This design comes from an exercise in tuning for small area and a short achievable clock period on the open sky130 flow, not from production work. RTL that was checked went through simulation tests only; none was proved equivalent to the original. The RTL of runs 2 and 3 was laid out without a check of its function. Power and IR drop assume default switching activity.

[flow/design.v]
module decb_halfband (
    input  wire [88:0] h,       
    input  wire [26:0] x,       
    input  wire        ev,      
    output wire [26:0] y,       
    output wire [88:0] nh       
);
    wire signed [29:0] r1 = h[88:59];
    wire signed [28:0] r2 = h[58:30];
    wire signed [23:0] e  = h[29:6];
    wire [1:0] ls = h[5:4];
    wire [1:0] lo = h[3:2];
    wire [1:0] lu = h[1:0];
    wire signed [23:0] xv = x[23:0];
    wire        [30:0] n;
    decb_add #(31) u_n (.a({r1[29], r1}), .b(~{{7{xv[23]}}, xv}), .ci(1'b1), .s(n), .co());
    wire               tie = ~|n[4:0];
    wire        [25:0] r   = {n[30:6], n[5] & ~tie};
    wire               ovp = ~r[25] & (r[24] | r[23]);
    wire               ovn = r[25] & ~(r[24] & r[23] & |r[22:0]);
    wire        [23:0] c   = ovp ? 24'h7FFFFF :
                             ovn ? 24'h800001 : r[23:0];
    assign y = {(|ls) | x[26], (|lo) | x[25], (|lu) | x[24], c};
    wire        [24:0] x9h;
    decb_add #(25) u_x9 (.a({{4{xv[23]}}, xv[23:3]}), .b({xv[23], xv}), .ci(1'b1), .s(x9h), .co());
    wire signed [27:0] x9 = {x9h, xv[2:0]};
    wire signed [29:0] sa;
    decb_add #(30) u_sa (.a({r2[28], r2}), .b(ev ? {{2{x9[27]}}, x9} : {{2{xv[23]}}, xv, 4'd0}),
                         .ci(1'b0), .s(sa), .co());
    wire signed [28:0] sb;
    decb_add #(29) u_sb (.a({x9[27], x9}), .b(~{{5{e[23]}}, e}), .ci(1'b1), .s(sb), .co());
    function [1:0] lvl_next(input [1:0] l, input f, input even);
        lvl_next = f ? 2'd3 : (even ? ((l == 2'd0) ? 2'd0 : l - 2'd1) : l);
    endfunction
    wire [1:0] nls = lvl_next(ls, x[26], ev);
    wire [1:0] nlo = lvl_next(lo, x[25], ev);
    wire [1:0] nlu = lvl_next(lu, x[24], ev);
    assign nh = ev ? {sa, sb, xv, nls, nlo, nlu}
                   : {r1, sa[28:0], e, nls, nlo, nlu};
endmodule
module decb_add #(
    parameter integer W   = 8,
    parameter integer CMP = 0
) (
    input  wire [W-1:0] a,
    input  wire [W-1:0] b,
    input  wire         ci,
    output wire [W-1:0] s,
    output wire         co
);
    localparam integer L = (W > 32) ? 6 : (W > 16) ? 5 : (W > 8) ? 4 : (W > 4) ? 3 : (W > 2) ? 2 : 1;
    wire [W-1:0] p = a ^ b;
    wire [W-1:0] gl [0:2*L];
    wire [W-1:0] tl [0:2*L];
    assign gl[0] = (a & b) | {{(W-1){1'b0}}, (CMP ? (a[0] | b[0]) : p[0]) & ci};
    assign tl[0] = CMP ? (a | b) : p;
    genvar k, i;
    generate
        for (k = 1; k <= 2 * L; k = k + 1) begin : lv
            localparam integer D = (k <= L) ? (1 << (k - 1)) : (1 << (2 * L - k));
            for (i = 0; i < W; i = i + 1) begin : bt
                if ((k <= L && (i + 1) % (2 * D) == 0) ||
                    (k > L && (i + 1) % (2 * D) == D && i + 1 >= 3 * D)) begin : nd
                    assign gl[k][i] = gl[k-1][i] | (tl[k-1][i] & gl[k-1][i-D]);
                    assign tl[k][i] = tl[k-1][i] & tl[k-1][i-D];
                end else begin : ps
                    assign gl[k][i] = gl[k-1][i];
                    assign tl[k][i] = tl[k-1][i];
                end
            end
        end
    endgenerate
    wire [W-1:0] c = gl[2*L];
    generate
        if (W > 1) begin : sm
            assign s = p ^ {c[W-2:0], ci};
        end else begin : s1
            assign s = p ^ ci;
        end
    endgenerate
    assign co = c[W-1];
endmodule
module decb_thresh (
    input  wire        clk,
    input  wire        rst,
    input  wire        en,           
    input  wire        o,            
    input  wire        u,            
    input  wire [24:0] mag,          
    input  wire [23:0] level,
    input  wire [7:0]  hys,
    input  wire        clr_seen,
    output reg         state,        
    output reg  [7:0]  cnt,
    output reg         seen
);
    reg         st;
    always @(posedge clk) begin
        if (rst)
            state <= 1'b0;
        else
            state <= st;
    end
    wire [11:0] lim_hi;
    wire        lim_nn;
    decb_add #(12) u_lim (.a(level[23:12]), .b(~{4'd0, hys & {8{st}}}), .ci(1'b1),
                          .s(lim_hi), .co(lim_nn));
    wire ge;
    decb_add #(25, 1) u_ge (.a(mag), .b(~{1'b0, lim_hi, level[11:0]}), .ci(1'b1), .s(), .co(ge));
    wire above = o || ge;
    wire below = lim_nn & ~ge;
    wire rise = (level != 24'd0) && !u && !st && above;
    wire fall = (level != 24'd0) && !u && st && !o && below;
    wire       inc = en && rise;
    wire [8:0] cc;
    wire [7:0] cnt_nx;
    assign cc[0] = inc;
    genvar b;
    generate
        for (b = 0; b < 8; b = b + 1) begin : ic
            assign cnt_nx[b]  = cnt[b] ^ cc[b];
            assign cc[b + 1] = cnt[b] & cc[b];
        end
    endgenerate
    always @(posedge clk) begin
        if (rst)
            cnt <= 8'd0;
        else
            cnt <= cnt_nx;
    end
    always @(posedge clk) begin
        if (rst) begin
            st    <= 1'b0;
            seen  <= 1'b0;
        end else if (en) begin
            if (level == 24'd0)
                st <= 1'b0;
            else if (rise)
                st <= 1'b1;
            else if (fall)
                st <= 1'b0;
            if (rise)
                seen <= 1'b1;
            else if (clr_seen)
                seen <= 1'b0;
        end
    end
endmodule
module decb_lane (
    input  wire        clk,
    input  wire        rst,
    input  wire        in_valid,
    input  wire [5:0]  in_frame,    
    input  wire [31:0] in_word,     
    input  wire [2:0]  bk,          
    input  wire [23:0] hi_level,
    input  wire [7:0]  hi_hys,
    input  wire [23:0] hh_level,
    input  wire [7:0]  hh_hys,
    input  wire [1:0]  clr_seen,    
    output reg         out_valid,
    output reg  [31:0] out_word,    
    output wire [1:0]  thr_state,   
    output wire [7:0]  hi_cnt,
    output wire [7:0]  hh_cnt,
    output wire [1:0]  seen         
);
    localparam [31:0] OFF32 = 32'h0500_0000;
    localparam [88:0] CLEAN = {30'd16, 29'd8, 24'd0, 2'd3, 2'd0, 2'd3};
    reg  [88:0] ring0, ring1, ring2, ring3, ring4, ring5;
    reg  [2:0]  pc;           
    reg         clean_q;      
    reg         rst_q;        
    reg  [26:0] x_q;          
    reg  [4:0]  srct_q;       
    reg  [2:0]  t_q;          
    reg  [2:0]  bk_q;         
    reg  [2:0]  sel;          
    reg         pending;      
    reg         busy;         
    reg         fin;          
    wire        proc = (pending && pc == 3'd0) || busy;
    wire take = pc <= t_q;
    wire ev   = pc < t_q;
    wire [26:0] y;
    wire [88:0] nh;
    decb_halfband u_hb (
        .h  (ring0),
        .x  (x_q),
        .ev (ev),
        .y  (y),
        .nh (nh)
    );
    always @(posedge clk) begin
        ring0 <= ring1;
        ring1 <= ring2;
        ring2 <= ring3;
        ring3 <= ring4;
        ring4 <= ring5;
        if (clean_q)
            ring5 <= CLEAN;
        else if (proc && take)
            ring5 <= nh;
        else
            ring5 <= ring0;
    end
    always @(posedge clk) begin
        rst_q <= rst;
        if (rst) begin
            pc      <= 3'd0;
            clean_q <= 1'b1;
        end else begin
            pc      <= (pc == 3'd5) ? 3'd0 : pc + 3'd1;
            if (pc == 3'd5)
                clean_q <= 1'b0;
        end
    end
    wire [2:0] nsel   = (bk_q != sel && bk_q <= t_q) ? bk_q : sel;
    wire       dlv    = nsel <= t_q;
    wire       we     = dlv && ((proc && pc == nsel) || (fin && nsel == 3'd6));
    always @(posedge clk) begin
        if (rst) begin
            pending   <= 1'b0;
            busy      <= 1'b0;
            fin       <= 1'b0;
            out_valid <= 1'b0;
        end else begin
            if (in_valid)
                pending <= 1'b1;
            else if (pc == 3'd0)
                pending <= 1'b0;
            if (pc == 3'd0)
                busy <= pending;
            else if (pc == 3'd5)
                busy <= 1'b0;
            fin       <= busy && pc == 3'd5;
            out_valid <= fin;
        end
    end
    always @(posedge clk) begin
        if (rst_q) begin
            sel      <= 3'd0;
            out_word <= OFF32;
        end else begin
            if (fin)
                sel <= nsel;
            if (we)
                out_word <= {srct_q, x_q};
        end
    end
    wire hold_in = pending || busy || fin;
    wire [2:0] t_in = !in_frame[0] ? 3'd0 : !in_frame[1] ? 3'd1 :
                      !in_frame[2] ? 3'd2 : !in_frame[3] ? 3'd3 :
                      !in_frame[4] ? 3'd4 : !in_frame[5] ? 3'd5 : 3'd6;
    always @(posedge clk) begin
        if (proc)
            x_q <= y;
        else if (!pending)
            x_q <= in_word[26:0];
        if (!hold_in) begin
            srct_q  <= in_word[31:27];
            t_q     <= t_in;
            bk_q    <= {bk[2:1], bk[0] & ~(bk[2] & bk[1])};
        end
    end
    reg        v1;           
    reg [23:0] hi_level_q, hh_level_q;
    reg [7:0]  hi_hys_q, hh_hys_q;
    reg [1:0]  clr_q;
    always @(posedge clk) begin
        v1         <= in_valid;
        hi_level_q <= hi_level;
        hh_level_q <= hh_level;
        hi_hys_q   <= hi_hys;
        hh_hys_q   <= hh_hys;
        clr_q      <= clr_seen;
    end
    wire [24:0] mag;
    decb_add #(25) u_mag (.a({1'b0, x_q[23:0] ^ {24{x_q[23]}}}), .b(25'd0), .ci(x_q[23]),
                          .s(mag), .co());
    wire [24:0] mag_n = ~mag;
    decb_thresh u_hi (
        .clk      (clk),
        .rst      (rst_q),
        .en       (v1),
        .o        (x_q[25]),
        .u        (x_q[24]),
        .mag      (mag),
        .level    (hi_level_q),
        .hys      (hi_hys_q),
        .clr_seen (clr_q[0]),
        .state    (thr_state[0]),
        .cnt      (hi_cnt),
        .seen     (seen[0])
    );
    decb_thresh u_hh (
        .clk      (clk),
        .rst      (rst_q),
        .en       (v1),
        .o        (x_q[25]),
        .u        (x_q[24]),
        .mag      (mag),
        .level    (hh_level_q),
        .hys      (hh_hys_q),
        .clr_seen (clr_q[1]),
        .state    (thr_state[1]),
        .cnt      (hh_cnt),
        .seen     (seen[1])
    );
endmodule
[flow/flow/run.sh]
#!/bin/bash
set -euo pipefail
bash standard.sh "BUFFER_PORTS_ARGS=-buffer_cell sky130_fd_sc_hd__buf_1" "CTS_ARGS=-sink_clustering_enable -repair_clock_nets -dont_use_dummy_load -buf_list sky130_fd_sc_hd__clkbuf_8 -root_buf sky130_fd_sc_hd__clkbuf_16 -sink_clustering_size 16 -sink_clustering_max_diameter 60" "SETUP_SLACK_MARGIN=37.4" finish > standard_make.log 2>&1
[flow/standard.sh]
#!/bin/bash
# synth_recipe.tcl (not shown) runs the flow's synth.tcl, then flattens the netlist and writes it again
# the make line also repeats each setting of config.mk as NAME=value (left out here)
make -C /OpenROAD-flow-scripts/flow DESIGN_CONFIG=/design/flow/config.mk WORK_HOME=/design/flow/orfs CLKGATE_MAP_FILE= SYNTH_SCRIPT=/design/flow/synth_recipe.tcl "${@:-finish}"
[flow/config.mk]
export PLATFORM = sky130hd
export DESIGN_NAME = decb_lane
export DESIGN_NICKNAME = decb_lane
export VERILOG_FILES = /design/flow/design.v
export SDC_FILE = /design/flow/constraint.sdc
export NUM_CORES = 4
export LEC_CHECK = 0
export CAP_MARGIN = 20
export CORE_MARGIN = 2
export CORE_UTILIZATION = 65
export SLEW_MARGIN = 20
[flow/constraint.sdc]
create_clock -name core_clock -period 48.0 [get_ports {clk}]
set_input_delay 9.6000 -clock core_clock [delete_from_list [all_inputs] [get_ports {clk}]]
set_output_delay 9.6000 -clock core_clock [all_outputs]
set_load 0.01 [all_outputs]
==> metrics.md, run 1 <==
| Metric | Value |
|---|---|
| Status | `no timing/DRC/antenna violations` |
| Count of clock tree sinks | `705` |
| Root Buffer | `clkbuf_16` |
| Layout Nets | `2711` |
| CTS tree | `yes` |
| Starting density of the core | `66.2%` |
| Worst slew pin tran | `1.10 ns` |
| Final hold slack | `0.302 ns` |
| Synth warn | `9` |
| Clock Skew | `0.0391 ns` |
| Tmin final | `10.63 ns` |
| CP Class | `flop to output pin` |
| Fmax | `94.1 MHz` |
| CP Depth | `1` |
| Yosys reg bits | `705` |
| CP endpoint kind | `output pin` |
| HP Class | `flop to flop` |
| Post-synthesis cell count | `2204` |
| Prevailing post-synth register cell | `dfxtp_1` |
| Clk slew on worst S/H paths | `0.09 ns` |
| Netlist Area Pre-Place | `25100 um^2` |
| Slowest cell on the critical path | `dfxtp_2` |
| DRC Markers | `0` |
| Slew HR | `26.4%` |
| Crit Path Max Fanout | `2` |
| Final Cycle Share | `22.1%` |
| IO Port Bufs | `162` |
| Cell variety after synth | `73` |
| Setup TNS | `0 ns` |
| Vias in the first global route | `16.3k` |
| Syn Nets | `2541` |
| Max-cap viol count | `0` |
| Total power | `1340 uW` |
| Syn Area/Cell | `11.4 um^2` |
| Critical path cell sequence | `buf_6` |
| Initial antenna violation count | `0` |
| Hold-critical path depth | `0` |
| Fin. Hold Viols | `0` |
| Arrival @ worst endpoint | `1.03 ns` |
| Largest net degree at the start of global routing | `66` |
| GRT Overall Usage | `28.6%` |
| Register Area | `14600 um^2` |
| Fraction of layout cells with a size suffix above 1 | `9.02%` |
| Die X | `200 um` |
| Finish-stage setup viols | `0` |
| Routed wire per std cell | `19.8 um` |
| Unrepaired setup endpoints after global routing | `yes` |
| Leak Pwr | `0.0112 uW` |
| Placer Congestion | `0.893` |
| Fin. max-slew vios | `0` |
| Post-synth EDFFs | `38` |
| IO Pins | `163` |
| Antenna Nets Post-Route | `0` |
| Combined area of the multi-input logic cells | `9700 um^2` |
| Cts bufs inserted | `52` |
| Crit-path max cell delay | `0.36 ns` |
| Ys async rst share | `0%` |
| Layout fillers | `2771` |
| Rows | `71` |
| Clk Latency, worst-skew pair | `0.57 ns` |
| CP startpoint kind | `flop` |
| WL final | `57.1 mm` |
| Grt total ovfl | `0` |
| R2R cell count | `24` |
| Pre-antenna DRT Iters | `6` |
| First-pass GRT wire length | `88.6 mm` |
| Vias | `16.1k` |
| Bufs and invs on worst path | `1` |
| Peak supply drop | `0.0000378 V` |
| N_diodes | `0` |
| Die area | `40100 um^2` |
| Crit path required time | `38.40 ns` |
| Core Area | `37800 um^2` |
| Power Dens Cells | `48.9 nW/um^2` |
| Longest Clk Path Bufs | `3` |
| DIE HEIGHT | `200 um` |
| P&R area growth vs syn | `9.45%` |
| 1st-iter DRT viols | `791` |
| H-tree levels | `2` |
| DP HPWL | `41.5 mm` |
| Vias per inst | `5.60` |
| Register area share after synthesis | `57.8%` |
| Delay-heaviest family, CP | `flip-flops` |
-- area by class of cell --
cell class	instances	share of cell area (%)
clock buffers	52	2.81
inverters	148	2.03
multi-input cells	1279	35.4
flip-flops and latches	705	53.1
well taps	511	2.33
repair buffers	188	4.36
-- worst paths after layout --
kind                             startpoint  slack [ns]         to
worst max-delay path            u_hh.cnt[4]       37.37  hh_cnt[4]
worst min register to register    ring3[35]        0.30  ring2[35]
worst min-delay path              ring3[35]        0.30  ring2[35]
worst max register to register       x_q[4]       40.78  ring5[58]
-- logic make-up (layout without fill, tap and decap cells) --
family	after synthesis	count (layout)	share of synthesized area (%)
adders and majority gates	229	229	13.4
buffers and inverters	220	388	3.58
muxes	35	35	1.40
DFF	705	705	57.8
xor gates and xnor gates	94	94	3.68
and+or+nand+nor	517	517	9.51
AOI/OAI and AO/OA	404	404	10.6
-- layout by cell type (no fill, tap or decap), types with 45 or more instances in the layout --
cell and count:
clkbuf_8 47, ha_1 162, buf_1 109, fa_1 65, nand2_1 204, a21oi_1 118, dfxtp_2 52, o21ai_0 65
dfxtp_1 613, buf_6 52, inv_1 148, xnor2_1 45, nor2_1 139
-- state kept, by name (all words and copies together) (netlist names), 2 cells and up --
register	flops
ring0	89
ring1	89
ring2	89
ring3	89
ring4	89
ring5	89
out_word	32
x_q	27
hh_level_q	24
hi_level_q	24
hh_hys_q	8
hi_hys_q	8
u_hh.cnt	8
u_hi.cnt	8
srct_q	5
bk_q	3
pc	3
sel	3
t_q	3
clr_q	2
-- worst register-to-register path: stages (launching register included) --
cell and delay (ns):
edfxtp_1 0.82, inv_1 0.29, fa_1 0.51, nor2b_1 0.13
o21a_1 0.14, o21ai_0 0.16, o2bb2ai_1 0.21, o21bai_1 0.15
a21oi_1 0.12, fa_1 0.40, xor2_1 0.20, o21ai_0 0.43
ha_1 0.34, a21o_1 0.16, a21oi_1 0.18, or3b_2 0.15
o41ai_1 0.14, o41ai_1 0.60, o21a_1 0.26, o21ai_0 0.24
fa_1 0.60, nor3_1 0.06, a211o_1 0.28, or3_1 0.34
o21ai_0 0.22
-- report_power, final --
| group | leakage [uW] | internal (uW) | switching (uW) |
|---|---|---|---|
| Clock | 0.000400 | 107 | 171 |
| Sequential | 0.00582 | 607 | 31.0 |
| Combinational | 0.00497 | 176 | 250 |
| Total | 0.0112 | 889 | 452 |
-- through the flow --
| stage | setup slack, ns | util (%) | area, um^2 | instances |
|---|---|---|---|---|
| floorplan | 37.86 | - | 25100 | 2204 |
| global placement | 37.71 | 69.0 | 26100 | 2818 |
| detailed placement | 37.68 | 69.0 | 26100 | 2818 |
| CTS | 37.35 | 72.3 | 27400 | 2877 |
| global route | 37.33 | 72.5 | 27400 | 2883 |
| finish | 37.37 | 72.5 | 27400 | 2883 |
-- per-layer routing --
metal	wire length [um]	up-vias	track usage [%]
met5	138	-	2.50
met4	2030	2	11.4
met3	3580	122	5.96
met2	26700	452	47.2
met1	24700	7795	37.0
li1	-	7764	-
-- Yosys cell counts, types with 8 or more instances --
cell type  instances  share of area (%)
clkbuf_1          46               0.69
buf_2              8               0.16
o211ai_1          28               0.84
a211oi_1          35                1.0
o21ai_0           65                1.3
xor2_1            42                1.5
mux2i_1           35                1.4
xnor2_1           45                1.6
ha_1             162                8.1
o21a_1            16               0.48
a221o_1           14               0.56
nand3_1           16               0.32
a21oi_1          121                2.4
nor2b_1           34               0.85
dfxtp_1          667                 53
o21bai_1          11               0.33
and3_1             8               0.20
a31oi_1           11               0.27
nor4_1            21               0.52
nor3_1            24               0.48
nor2_1           140                2.1
a21o_1            38                1.1
inv_1            148                2.2
fa_1              65                5.2
nand2b_1          18               0.45
o22ai_1           10               0.25
edfxtp_1          38                4.6
nand2_1          205                3.1
-- repair_timing --
| item | 4_1_cts | 5_1_grt |
|---|---|---|
| hold buffers | 0 | 0 |
| resized for setup | 155 | 2 |
| setup buffers | 7 | 6 |
| setup endpoints to repair | 53 | 53 |
==> run 2, diff against run 1 <==
--- a/flow/design.v
+++ b/flow/design.v
@@ -14,15 +14,17 @@
     wire signed [23:0] xv = x[23:0];
     wire        [30:0] n;
     decb_add #(31) u_n (.a({r1[29], r1}), .b(~{{7{xv[23]}}, xv}), .ci(1'b1), .s(n), .co());
-    wire               tie = ~|n[4:0];
-    wire        [25:0] r   = {n[30:6], n[5] & ~tie};
+    wire        [25:0] ru;
+    decb_add #(26) u_ru (.a(n[30:5]), .b(26'd0), .ci(n[4]), .s(ru), .co());
+    wire               tie = n[4] & ~|n[3:0];
+    wire        [25:0] r   = {ru[25:1], ru[0] & ~tie};
     wire               ovp = ~r[25] & (r[24] | r[23]);
     wire               ovn = r[25] & ~(r[24] & r[23] & |r[22:0]);
     wire        [23:0] c   = ovp ? 24'h7FFFFF :
                              ovn ? 24'h800001 : r[23:0];
     assign y = {(|ls) | x[26], (|lo) | x[25], (|lu) | x[24], c};
     wire        [24:0] x9h;
-    decb_add #(25) u_x9 (.a({{4{xv[23]}}, xv[23:3]}), .b({xv[23], xv}), .ci(1'b1), .s(x9h), .co());
+    decb_add #(25) u_x9 (.a({{4{xv[23]}}, xv[23:3]}), .b({xv[23], xv}), .ci(1'b0), .s(x9h), .co());
     wire signed [27:0] x9 = {x9h, xv[2:0]};
     wire signed [29:0] sa;
     decb_add #(30) u_sa (.a({r2[28], r2}), .b(ev ? {{2{x9[27]}}, x9} : {{2{xv[23]}}, xv, 4'd0}),
@@ -82,7 +84,8 @@
 endmodule
 module decb_thresh (
     input  wire        clk,
-    input  wire        rst,
+    input  wire        rst,          
+    input  wire        rst_d,        
     input  wire        en,           
     input  wire        o,            
     input  wire        u,            
@@ -90,58 +93,46 @@
     input  wire [23:0] level,
     input  wire [7:0]  hys,
     input  wire        clr_seen,
-    output reg         state,        
+    output reg         state,
     output reg  [7:0]  cnt,
     output reg         seen
 );
-    reg         st;
-    always @(posedge clk) begin
-        if (rst)
-            state <= 1'b0;
-        else
-            state <= st;
-    end
+    wire        st = state & ~rst_d;
     wire [11:0] lim_hi;
     wire        lim_nn;
     decb_add #(12) u_lim (.a(level[23:12]), .b(~{4'd0, hys & {8{st}}}), .ci(1'b1),
                           .s(lim_hi), .co(lim_nn));
-    wire ge;
-    decb_add #(25, 1) u_ge (.a(mag), .b(~{1'b0, lim_hi, level[11:0]}), .ci(1'b1), .s(), .co(ge));
-    wire above = o || ge;
-    wire below = lim_nn & ~ge;
-    wire rise = (level != 24'd0) && !u && !st && above;
-    wire fall = (level != 24'd0) && !u && st && !o && below;
-    wire       inc = en && rise;
-    wire [8:0] cc;
-    wire [7:0] cnt_nx;
-    assign cc[0] = inc;
-    genvar b;
-    generate
-        for (b = 0; b < 8; b = b + 1) begin : ic
-            assign cnt_nx[b]  = cnt[b] ^ cc[b];
-            assign cc[b + 1] = cnt[b] & cc[b];
-        end
-    endgenerate
+    reg  [23:0] lim_q;
+    reg         lim_nn_q;
+    reg         on_q;            
+    reg         clr_q;
     always @(posedge clk) begin
-        if (rst)
-            cnt <= 8'd0;
-        else
-            cnt <= cnt_nx;
+        lim_q    <= {lim_hi, level[11:0]};
+        lim_nn_q <= lim_nn;
+        on_q     <= |level;
+        clr_q    <= clr_seen;
     end
+    wire ge;
+    decb_add #(25, 1) u_ge (.a(mag), .b(~{1'b0, lim_q}), .ci(1'b1), .s(), .co(ge));
+    wire rise = on_q && !u && !state && (o || ge);
+    wire fall = on_q && !u && state && !o && lim_nn_q && !ge;
     always @(posedge clk) begin
         if (rst) begin
-            st    <= 1'b0;
+            state <= 1'b0;
+            cnt   <= 8'd0;
             seen  <= 1'b0;
         end else if (en) begin
-            if (level == 24'd0)
-                st <= 1'b0;
+            if (!on_q)
+                state <= 1'b0;
             else if (rise)
-                st <= 1'b1;
+                state <= 1'b1;
             else if (fall)
-                st <= 1'b0;
+                state <= 1'b0;
+            if (rise)
+                cnt <= cnt + 8'd1;
             if (rise)
                 seen <= 1'b1;
-            else if (clr_seen)
+            else if (clr_q)
                 seen <= 1'b0;
         end
     end
@@ -166,7 +157,7 @@
     output wire [1:0]  seen         
 );
     localparam [31:0] OFF32 = 32'h0500_0000;
-    localparam [88:0] CLEAN = {30'd16, 29'd8, 24'd0, 2'd3, 2'd0, 2'd3};
+    localparam [88:0] CLEAN = {83'd0, 2'd3, 2'd0, 2'd3};
     reg  [88:0] ring0, ring1, ring2, ring3, ring4, ring5;
     reg  [2:0]  pc;           
     reg         clean_q;      
@@ -264,21 +255,11 @@
         end
     end
     reg        v1;           
-    reg [23:0] hi_level_q, hh_level_q;
-    reg [7:0]  hi_hys_q, hh_hys_q;
-    reg [1:0]  clr_q;
-    always @(posedge clk) begin
-        v1         <= in_valid;
-        hi_level_q <= hi_level;
-        hh_level_q <= hh_level;
-        hi_hys_q   <= hi_hys;
-        hh_hys_q   <= hh_hys;
-        clr_q      <= clr_seen;
-    end
+    always @(posedge clk)
+        v1 <= in_valid;
     wire [24:0] mag;
     decb_add #(25) u_mag (.a({1'b0, x_q[23:0] ^ {24{x_q[23]}}}), .b(25'd0), .ci(x_q[23]),
                           .s(mag), .co());
-    wire [24:0] mag_n = ~mag;
     decb_thresh u_hi (
         .clk      (clk),
         .rst      (rst_q),
@@ -286,9 +267,10 @@
         .o        (x_q[25]),
         .u        (x_q[24]),
         .mag      (mag),
-        .level    (hi_level_q),
-        .hys      (hi_hys_q),
-        .clr_seen (clr_q[0]),
+        .rst_d    (rst_q),
+        .level    (hi_level),
+        .hys      (hi_hys),
+        .clr_seen (clr_seen[0]),
         .state    (thr_state[0]),
         .cnt      (hi_cnt),
         .seen     (seen[0])
@@ -300,9 +282,10 @@
         .o        (x_q[25]),
         .u        (x_q[24]),
         .mag      (mag),
-        .level    (hh_level_q),
-        .hys      (hh_hys_q),
-        .clr_seen (clr_q[1]),
+        .rst_d    (rst_q),
+        .level    (hh_level),
+        .hys      (hh_hys),
+        .clr_seen (clr_seen[1]),
         .state    (thr_state[1]),
         .cnt      (hh_cnt),
         .seen     (seen[1])
==> flow/flow/run.sh (replaced) <==
#!/bin/bash
set -euo pipefail
bash standard.sh "BUFFER_PORTS_ARGS=-buffer_cell sky130_fd_sc_hd__buf_1" "CTS_ARGS=-sink_clustering_enable -repair_clock_nets -dont_use_dummy_load -buf_list sky130_fd_sc_hd__clkbuf_8 -sink_clustering_size 20 -sink_clustering_max_diameter 60" finish > standard_make.log 2>&1
--- a/flow/config.mk
+++ b/flow/config.mk
@@ -7,5 +7,5 @@
 export LEC_CHECK = 0
 export CAP_MARGIN = 20
 export CORE_MARGIN = 2
-export CORE_UTILIZATION = 65
+export CORE_UTILIZATION = 40
 export SLEW_MARGIN = 20
==> run 2 against run 1 <==
Final area rose by 0.28%; clock-buffer cell count fell by 5; register-to-register slack improved by 0.09 ns; synthesized cell count rose by 6.1%; still clean; global-route usage fell by 11 points; power fell by 6.7%; largest power group unchanged; setup slack got worse by 0.91 ns; combinational power fell by 12%; die area rose by 63%; fmax fell by 7.9%; sequential cell count fell by 14; clock skew rose by 0.047 ns.
==> metrics.md, run 2 <==
| Metric | Value |
|---|---|
| Status | `no timing/DRC/antenna violations (unchanged)` |
| Netlist Area Pre-Place | `25300 um^2 (was 25100 um^2)` |
| Fin. Hold Viols | `0 (unchanged)` |
| Post-synth EDFFs | `38 (unchanged)` |
| Cell variety after synth | `72 (was 73)` |
| R2R Path End | `ring5[58] (unchanged)` |
| DRC Markers | `0 (unchanged)` |
| Ys async rst share | `0% (unchanged)` |
| Crit-path max cell delay | `0.36 ns (about the same)` |
| Fin. max-slew vios | `0 (unchanged)` |
| Largest net degree at the start of global routing | `70 (was 66)` |
| Layout fillers | `6054 (was 2771)` |
| Hold Startpoint | `ring3[19] (was ring3[35])` |
| Post-route cell area | `27500 um^2 (was 27400 um^2)` |
| Unrepaired setup endpoints after global routing | `no (was yes)` |
| Clk slew on worst S/H paths | `0.12 ns (was 0.09 ns)` |
| IO Port Bufs | `162 (unchanged)` |
| Count of clock tree sinks | `691 (was 705)` |
| Hold-critical path depth | `0 (unchanged)` |
| Die X | `256 um (was 200 um)` |
| Die area | `65400 um^2 (was 40100 um^2)` |
| CP Class | `input port to flop (was flop to output pin)` |
| Most frequent cells in the layout | `dfxtp_1, nand2_1, inv_1 (was dfxtp_1, nand2_1, ha_1)` |
| Sequential share of power | `49.5% (was 47.5%)` |
| Most common cell in the netlist | `dfxtp_1 (unchanged)` |
| Syn Nets | `2678 (was 2541)` |
| Antenna Nets Post-Route | `0 (unchanged)` |
| CP endpoint kind | `flop (was output pin)` |
| 1st-iter DRT viols | `1016 (was 791)` |
| Area leader, netlist | `dfxtp_1 (unchanged)` |
| Clock share of power | `20.4% (was 20.7%)` |
| Critical path's most frequent cell | `a21oi_1` |
| Reg2reg setup slack | `40.87 ns (was 40.78 ns)` |
| Critical path cell sequence | `buf_1, and2_1, ha_1, fa_1, inv_1, a21o_1, a21oi_1, o21bai_1, a21oi_1, o21bai_1, a21oi_1, nor3b_1, ha_1, xor2_1 (was buf_6)` |
| Vias per inst | `4.93 (was 5.60)` |
| Arrival @ worst endpoint | `12.13 ns (was 1.03 ns)` |
| DIE HEIGHT | `256 um (was 200 um)` |
| Grt total ovfl | `0 (unchanged)` |
| DP HPWL | `44.6 mm (was 41.5 mm)` |
| H-tree levels | `2 (unchanged)` |
| Clock Skew | `0.0866 ns (was 0.0391 ns)` |
| Synth area leaders | `dfxtp_1, ha_1, fa_1, edfxtp_1, nand2_1 (unchanged)` |
| IO Pins | `163 (unchanged)` |
| Crit path required time | `48.59 ns (was 38.40 ns)` |
| Vias in the first global route | `16.8k (was 16.3k)` |
| Final Cycle Share | `24.0% (was 22.1%)` |
| Finish-stage setup viols | `0 (unchanged)` |
| Core Area | `62900 um^2 (was 37800 um^2)` |
| Cts bufs inserted | `47 (was 52)` |
| Slew HR | `37.7% (was 26.4%)` |
| Post-CTS resize count | `0 (was 155)` |
| Util after Layout | `43.8% (was 72.5%)` |
| Power Dens Cells | `45.5 nW/um^2 (was 48.9 nW/um^2)` |
| Layout Nets | `2834 (was 2711)` |
| GRT Overall Usage | `17.9% (was 28.6%)` |
| Vias | `16.5k (was 16.1k)` |
| Root Buffer | `clkbuf_8 (was clkbuf_16)` |
| Fmax | `86.7 MHz (was 94.1 MHz)` |
| Internal | `833 uW (was 889 uW)` |
| Longest Clk Path Bufs | `3 (unchanged)` |
| Setup Buffers After CTS | `0 (was 7)` |
| Leak Pwr | `0.0114 uW (was 0.0112 uW)` |
| Syn Area/Cell | `10.8 um^2 (was 11.4 um^2)` |
| DP Worst Slack | `35.78 ns (was 37.68 ns)` |
| Rows | `92 (was 71)` |
| Placer Congestion | `0.882 (was 0.893)` |
| CP startpoint kind | `input port (was flop)` |
| First-pass GRT wire length | `92.3 mm (was 88.6 mm)` |
| Top cells by count, synth | `dfxtp_1, nand2_1, inv_1 (was dfxtp_1, nand2_1, ha_1)` |
| Hold_buf cts | `0 (unchanged)` |
| CTS tree | `yes (unchanged)` |
| Dpl cells | `3292 (was 2818)` |
| Bufs and invs on worst path | `2 (was 1)` |
| HP Class | `flop to flop (unchanged)` |
| Starting density of the core | `40.3% (was 66.2%)` |
| Tmin final | `11.54 ns (was 10.63 ns)` |
| Worst reg2reg path startpoint | `x_q[1] (was x_q[4])` |
| Register area share after synthesis | `56.1% (was 57.8%)` |
| P&R area growth vs syn | `8.61% (was 9.45%)` |
| Most common cell after layout, fill and taps aside | `dfxtp_1 (unchanged)` |
| Routed wire per std cell | `17.7 um (was 19.8 um)` |
| Worst slew pin tran | `0.927 ns (was 1.10 ns)` |
| Peak supply drop | `0.0000331 V (was 0.0000378 V)` |
| Switching power | `418 uW (was 452 uW)` |
| Crit Path Max Fanout | `3 (was 2)` |
| Delay-heaviest family, CP | `compound AO/OA/AOI/OAI gates (was flip-flops)` |
| Setup TNS | `0 ns (unchanged)` |
| Post-synthesis cell count | `2339 (was 2204)` |
| Pre-antenna DRT Iters | `6 (unchanged)` |
| Yosys reg bits | `691 (was 705)` |
| Finished Layout Cells | `3343 (was 2883)` |
| Synth warn | `10 (was 9)` |
| Worst setup margin | `36.46 ns (was 37.37 ns)` |
| WL final | `59.2 mm (was 57.1 mm)` |
| Area fraction of the dominant cell type after synthesis | `51.6% (was 53.3%)` |
| End of the worst hold path | `ring2[19] (was ring2[35])` |
| Max-cap viol count | `0 (unchanged)` |
| Prevailing post-synth register cell | `dfxtp_1 (unchanged)` |
| Share of power burned in combinational logic | `30.1% (was 31.7%)` |
| R2R cell count | `24 (unchanged)` |
| Post-DP Area | `26900 um^2 (was 26100 um^2)` |
| Sw Ratio | `33.4% (was 33.7%)` |
| Slowest cell on the critical path | `a21oi_1 (was dfxtp_2)` |
| Fraction of layout cells with a size suffix above 1 | `3.29% (was 9.02%)` |
| Initial antenna violation count | `8 (was 0)` |
| Clk Latency, worst-skew pair | `0.68 ns (was 0.57 ns)` |
run 2: cell count changes in the layout (fill, tap and decap cells not counted), sizes merged, moves of 14 or more:
cell / previous run / this run
inv: 148 / 182
nor2: 140 / 159
dfxtp: 667 / 653
a21oi: 121 / 140
nand2: 205 / 254
o21ai: 67 / 95
a211oi: 35 / 16
xor2: 42 / 61
run 2: how the worst max path moves through the flow:
stage,startpoint,to,slack [ns],cells past startpoint
after floorplan,hh_hys[0],u_hh.lim_q[23],36.46,13
after global placement,hh_hys[0],u_hh.lim_q[23],35.83,14
after detailed placement,hh_hys[0],u_hh.lim_q[23],35.78,14
after CTS,hh_hys[0],u_hh.lim_q[23],36.52,14
after global routing,hh_hys[0],u_hh.lim_q[23],36.26,14
final,hh_hys[0],u_hh.lim_q[23],36.46,14
run 2: cells by family after synthesis:
group           share of synthesized area (%)
fa+ha+maj                                13.5
flops                                    56.1
simple gates                             10.7
mux                                      1.47
compound gates                           10.3
xor+xnor                                 4.01
buf+inv                                  3.83
run 2: power groups by stage:
stage / clock, uW / combinational, uW / sequential, uW
global placement: 0 / 366 / 632
finish: 256 / 376 / 619
CTS: 267 / 378 / 619
global route: 287 / 427 / 621
detailed placement: 0 / 376 / 632
floorplan: 0 / 280 / 620
run 2: cell type report:
cell class / instances / area, um^2 / area share (%)
Sequential cell: 691 / 14200 / 51.7
Multi-Input combinational cell: 1397 / 10200 / 37.0
Tap cell: 846 / 1060 / 3.85
Timing Repair Buffer: 176 / 713 / 2.59
Inverter: 182 / 683 / 2.48
Clock buffer: 47 / 647 / 2.35
Antenna cell: 4 / 10.0 / 0.0364
run 2: layer usage:
layer / global-route usage (%) / wire, um
met5: 0 / 39
met4: 6.24 / 2020
met3: 4.49 / 3710
met2: 28.3 / 25800
met1: 24.0 / 27600
run 2: metrics by stage:
stage / power (uW) / hold WS (ns)
after global placement: 998 / 0.310
after CTS: 1260 / 0.290
after detailed placement: 1010 / 0.312
final: 1250 / 0.277
after floorplan: 900 / 0.310
after global routing: 1330 / 0.286
==> run 3, diff against run 2 <==
==> flow/flow/run.sh (replaced) <==
#!/bin/bash
set -euo pipefail
bash standard.sh "BUFFER_PORTS_ARGS=-buffer_cell sky130_fd_sc_hd__buf_1" "CTS_ARGS=-sink_clustering_enable -repair_clock_nets -dont_use_dummy_load -buf_list sky130_fd_sc_hd__clkbuf_8 -sink_clustering_size 20 -sink_clustering_max_diameter 60" "SETUP_SLACK_MARGIN=37.4" finish > standard_make.log 2>&1
==> run 3 against run 2 <==
Critical endpoint unchanged; sequential cell count unchanged; routed wire length increased by 0.71%; sequential power hardly changed; final cell count up 0.75%; highest routed layer unchanged; largest cell class unchanged; non-clock buffer count is 27 higher; combinational power up 2%; core utilization grew 1.3 points; largest power group unchanged; clock power about the same; synthesized area is the same.
==> metrics.md, run 3 <==
| Metric | Value |
|---|---|
| First-pass GRT wire length | `93.4 mm (was 92.3 mm)` |
| Slew HR | `31.9% (was 37.7%)` |
| Antenna Nets Post-Route | `0 (unchanged)` |
| R2R Path End | `x_q[1] (was ring5[58])` |
| Critical path cell sequence | `buf_1, and2_4, ha_4, fa_2, inv_2, a21o_1, a21oi_2, o21bai_1, a21oi_2, o21bai_1, a21oi_2, nor3b_2, ha_1, xor2_1 (was buf_1, and2_1, ha_1, fa_1, inv_1, a21o_1, a21oi_1, o21bai_1, a21oi_1, o21bai_1, a21oi_1, nor3b_1, ha_1, xor2_1)` |
| CP endpoint kind | `flop (unchanged)` |
| Most frequent cells in the layout | `dfxtp_1, nand2_1, inv_1 (unchanged)` |
| Power Dens Cells | `44.5 nW/um^2 (was 45.5 nW/um^2)` |
| Clock Skew | `0.0843 ns (was 0.0866 ns)` |
| Final hold slack | `0.253 ns (was 0.277 ns)` |
| Critical path's most frequent cell | `a21oi_2 (was a21oi_1)` |
| Crit-path max cell delay | `0.37 ns (was 0.36 ns)` |
| CP Class | `input port to flop (unchanged)` |
| Post-synthesis cell count | `2339 (unchanged)` |
| Sw Ratio | `33.3% (was 33.4%)` |
| Finish-stage setup viols | `0 (unchanged)` |
| Count of clock tree sinks | `691 (unchanged)` |
| Die area | `65400 um^2 (unchanged)` |
| Share of power burned in combinational logic | `30.5% (was 30.1%)` |
| End of the worst hold path | `ring2[70] (was ring2[19])` |
| Fin. max-slew vios | `0 (unchanged)` |
| Post-synth EDFFs | `38 (unchanged)` |
| Hold Startpoint | `ring3[70] (was ring3[19])` |
| Unrepaired setup endpoints after global routing | `yes (was no)` |
| Sequential share of power | `49.1% (was 49.5%)` |
| Register Area | `14300 um^2 (was 14200 um^2)` |
| Most common cell in the netlist | `dfxtp_1 (unchanged)` |
| Synth area leaders | `dfxtp_1, ha_1, fa_1, edfxtp_1, nand2_1 (unchanged)` |
| Hold-critical path depth | `0 (unchanged)` |
| IO Port Bufs | `162 (unchanged)` |
| Internal | `841 uW (was 833 uW)` |
| Initial antenna violation count | `3 (was 8)` |
| Clk slew on worst S/H paths | `0.11 ns (was 0.12 ns)` |
| Vias per inst | `4.94 (was 4.93)` |
| IO Pins | `163 (unchanged)` |
| Area fraction of the dominant cell type after synthesis | `51.6% (unchanged)` |
| Final Cycle Share | `23.0% (was 24.0%)` |
| Arrival @ worst endpoint | `11.58 ns (was 12.13 ns)` |
| Netlist Area Pre-Place | `25300 um^2 (unchanged)` |
| Crit path required time | `48.55 ns (was 48.59 ns)` |
| Yosys reg bits | `691 (unchanged)` |
| Root Buffer | `clkbuf_8 (unchanged)` |
| Syn Area/Cell | `10.8 um^2 (unchanged)` |
| Vias in the first global route | `16.9k (was 16.8k)` |
| Starting density of the core | `40.3% (unchanged)` |
| Synth warn | `10 (unchanged)` |
| Top cells by count, synth | `dfxtp_1, nand2_1, inv_1 (unchanged)` |
| Fin. Hold Viols | `0 (unchanged)` |
| Worst reg2reg path startpoint | `x_q[2] (was x_q[1])` |
| Combined area of the multi-input logic cells | `10300 um^2 (was 10200 um^2)` |
| R2R cell count | `25 (was 24)` |
| Clock share of power | `20.4% (about the same)` |
| H-tree levels | `2 (unchanged)` |
| Cell variety after synth | `72 (unchanged)` |
| CP startpoint kind | `input port (unchanged)` |
| Core Area | `62900 um^2 (unchanged)` |
| Fraction of layout cells with a size suffix above 1 | `9.72% (was 3.29%)` |
| CTS tree | `yes (unchanged)` |
| DP Worst Slack | `36.13 ns (was 35.78 ns)` |
| Status | `no timing/DRC/antenna violations (unchanged)` |
| Total power | `1260 uW (was 1250 uW)` |
| Register area share after synthesis | `56.1% (unchanged)` |
| P&R area growth vs syn | `11.8% (was 8.61%)` |
| Util after Layout | `45.0% (was 43.8%)` |
| Area leader, netlist | `dfxtp_1 (unchanged)` |
| Rows | `92 (unchanged)` |
| DP HPWL | `43.9 mm (was 44.6 mm)` |
| Longest Clk Path Bufs | `3 (unchanged)` |
| Most common cell after layout, fill and taps aside | `dfxtp_1 (unchanged)` |
| Peak supply drop | `0.0000309 V (was 0.0000331 V)` |
| DRC Markers | `0 (unchanged)` |
| Setup TNS | `0 ns (unchanged)` |
| Placer Congestion | `0.882 (about the same)` |
| Die X | `256 um (unchanged)` |
| Worst setup margin | `36.97 ns (was 36.46 ns)` |
| Tmin final | `11.03 ns (was 11.54 ns)` |
| Layout fillers | `5931 (was 6054)` |
| Worst slew pin tran | `1.01 ns (was 0.927 ns)` |
| Leak Pwr | `0.0118 uW (was 0.0114 uW)` |
| Layout Nets | `2862 (was 2834)` |
| Largest net degree at the start of global routing | `62 (was 70)` |
| Fmax | `90.6 MHz (was 86.7 MHz)` |
| Bufs and invs on worst path | `2 (unchanged)` |
| DIE HEIGHT | `256 um (unchanged)` |
| Delay-heaviest family, CP | `adder cells (was compound AO/OA/AOI/OAI gates)` |
| Ys async rst share | `0% (unchanged)` |
| Prevailing post-synth register cell | `dfxtp_1 (unchanged)` |
| Clk Latency, worst-skew pair | `0.68 ns (about the same)` |
| Vias | `16.6k (was 16.5k)` |
| WL final | `59.6 mm (was 59.2 mm)` |
| Cts bufs inserted | `48 (was 47)` |
| Routed wire per std cell | `17.7 um (about the same)` |
| Slowest cell on the critical path | `fa_2 (was a21oi_1)` |
| Syn Nets | `2678 (unchanged)` |
| Max-cap viol count | `0 (unchanged)` |
| GRT Overall Usage | `18.1% (was 17.9%)` |
| Crit Path Max Fanout | `2 (was 3)` |
| HP Class | `flop to flop (unchanged)` |
| 1st-iter DRT viols | `923 (was 1016)` |
| Grt total ovfl | `0 (unchanged)` |
| Reg2reg setup slack | `40.92 ns (was 40.87 ns)` |
| Switching power | `420 uW (was 418 uW)` |
| Pre-antenna DRT Iters | `7 (was 6)` |
[run 3: cell types whose count changed in the layout (fill, tap and decap cells not counted), moves of 4 or more]
cell	change
buf_1	-53
buf_6	+53
dfxtp_1	-53
dfxtp_2	+46
buf_4	+27
dfxtp_4	+7
inv_1	-7
inv_2	+7
a21oi_1	-6
a21oi_2	+6
fa_1	-6
fa_2	+6
ha_1	-5
ha_4	+4
[run 3: worst max-delay path by stage]
stage	cells past startpoint	endpoint	startpoint	slack, ns
finish	14	u_hh.lim_q[23]	hh_hys[0]	36.97
global route	14	u_hh.lim_q[23]	hh_hys[0]	36.88
CTS	14	u_hh.lim_q[23]	hh_hys[0]	36.99
detailed placement	14	u_hh.lim_q[23]	hh_hys[0]	36.13
global placement	14	u_hh.lim_q[23]	hh_hys[0]	36.21
floorplan	13	u_hh.lim_q[23]	hh_hys[0]	36.55
[run 3: worst register-to-register path: stages, from the launching register on]
cell	delay, ns
edfxtp_1	0.69
inv_1	0.32
ha_1	0.36
nor2b_1	0.15
o31a_1	0.28
o21ai_0	0.26
nand2_1	0.13
a21o_1	0.19
a21o_1	0.18
fa_1	0.37
xor2_1	0.27
nand2_1	0.13
nor4_1	0.35
and3_1	0.25
and3_1	0.19
and3_1	0.18
and3_1	0.18
and3_1	0.19
ha_1	0.26
nor4_1	0.15
and3_1	0.19
a31oi_1	0.13
a211oi_1	0.55
nor2_1	0.27
nand2_1	0.36
o21ai_0	0.17
[run 3: per-stage QoR]
step	instance area [um^2]	std cells
floorplan	25400	2339
global placement	26900	3292
detailed placement	26900	3292
CTS	28300	3363
global route	28300	3367
finish	28300	3368
[run 3: timing repair]
item / 4_1_cts / 5_1_grt
setup endpoints to repair: 67 / 71
resized for setup: 191 / 8
pin swaps: 3 / 2
buffers inserted: 23 / 4
hold buffers: 0 / 0
[run 3: kinds of logic after synthesis]
group / after synthesis / share of synthesized area, %
AOI/OAI and AO/OA: 416 / 10.3
xor gates and xnor gates: 105 / 4.01
adders and majority gates: 236 / 13.5
buffers and inverters: 251 / 3.83
DFF: 691 / 56.1
muxes: 37 / 1.47
and+or+nand+nor: 603 / 10.7
[run 3: routing by layer]
metal	global-route usage (%)	up-vias	part of all wire [%]
met5	0	-	0.044
met2	29.0	397	45
li1	-	8173	-
met1	24.0	7972	45
met3	4.53	102	6.8
met4	5.85	4	3.0
[run 3: final cells by class]
cell class / instances / share of cell area [%]
multi-input cells: 1397 / 36.3
inverters: 182 / 2.41
well taps: 846 / 3.74
clock buffers: 48 / 2.33
flip-flops and latches: 691 / 50.5
repair buffers: 203 / 4.64
diodes: 1 / 0.00884
[run 3: power groups by stage]
stage	Sequential (uW)	Clock [uW]	Combinational, uW
2_1_floorplan	620	0	281
3_3_place_gp	632	0	366
3_5_place_dp	632	0	375
4_1_cts	620	268	384
5_1_grt	621	288	434
6_report	620	257	384

==> re-timing with driven ports <==
The flow's constraints put no driver on any port. The routed layouts listed below were extracted and timed again, unchanged, in two steps. Step 1 sets driving cells, clkbuf_16 on the clock port and buf_2 on the other inputs (assumed; they add their load-dependent delay and slew). Step 2 also shifts input and output timing later by t, the mid clock arrival at the registers, as if the neighbouring blocks saw the same clock. Slacks: no drivers / after step 1 / after step 2; pairs: no drivers / after step 1.
run | shift t [ns] | setup slack, ns | worst register clock-pin slew, ns | worst data-port slew with drivers (ns)
run 1 | 0.611 | 37.375 / 37.314 / 37.613 | 0.10 / 0.10 | 0.06
run 2 | 0.700 | 36.463 / 36.496 / 35.796 | 0.12 / 0.12 | 0.11
run 3 | 0.700 | 36.968 / 36.999 / 36.299 | 0.12 / 0.12 | 0.10
After both steps every run listed still meets setup and hold. For run 3, which loses most, drivers alone change the setup slack by +0.031 ns; drivers and shift together by -0.669 ns.
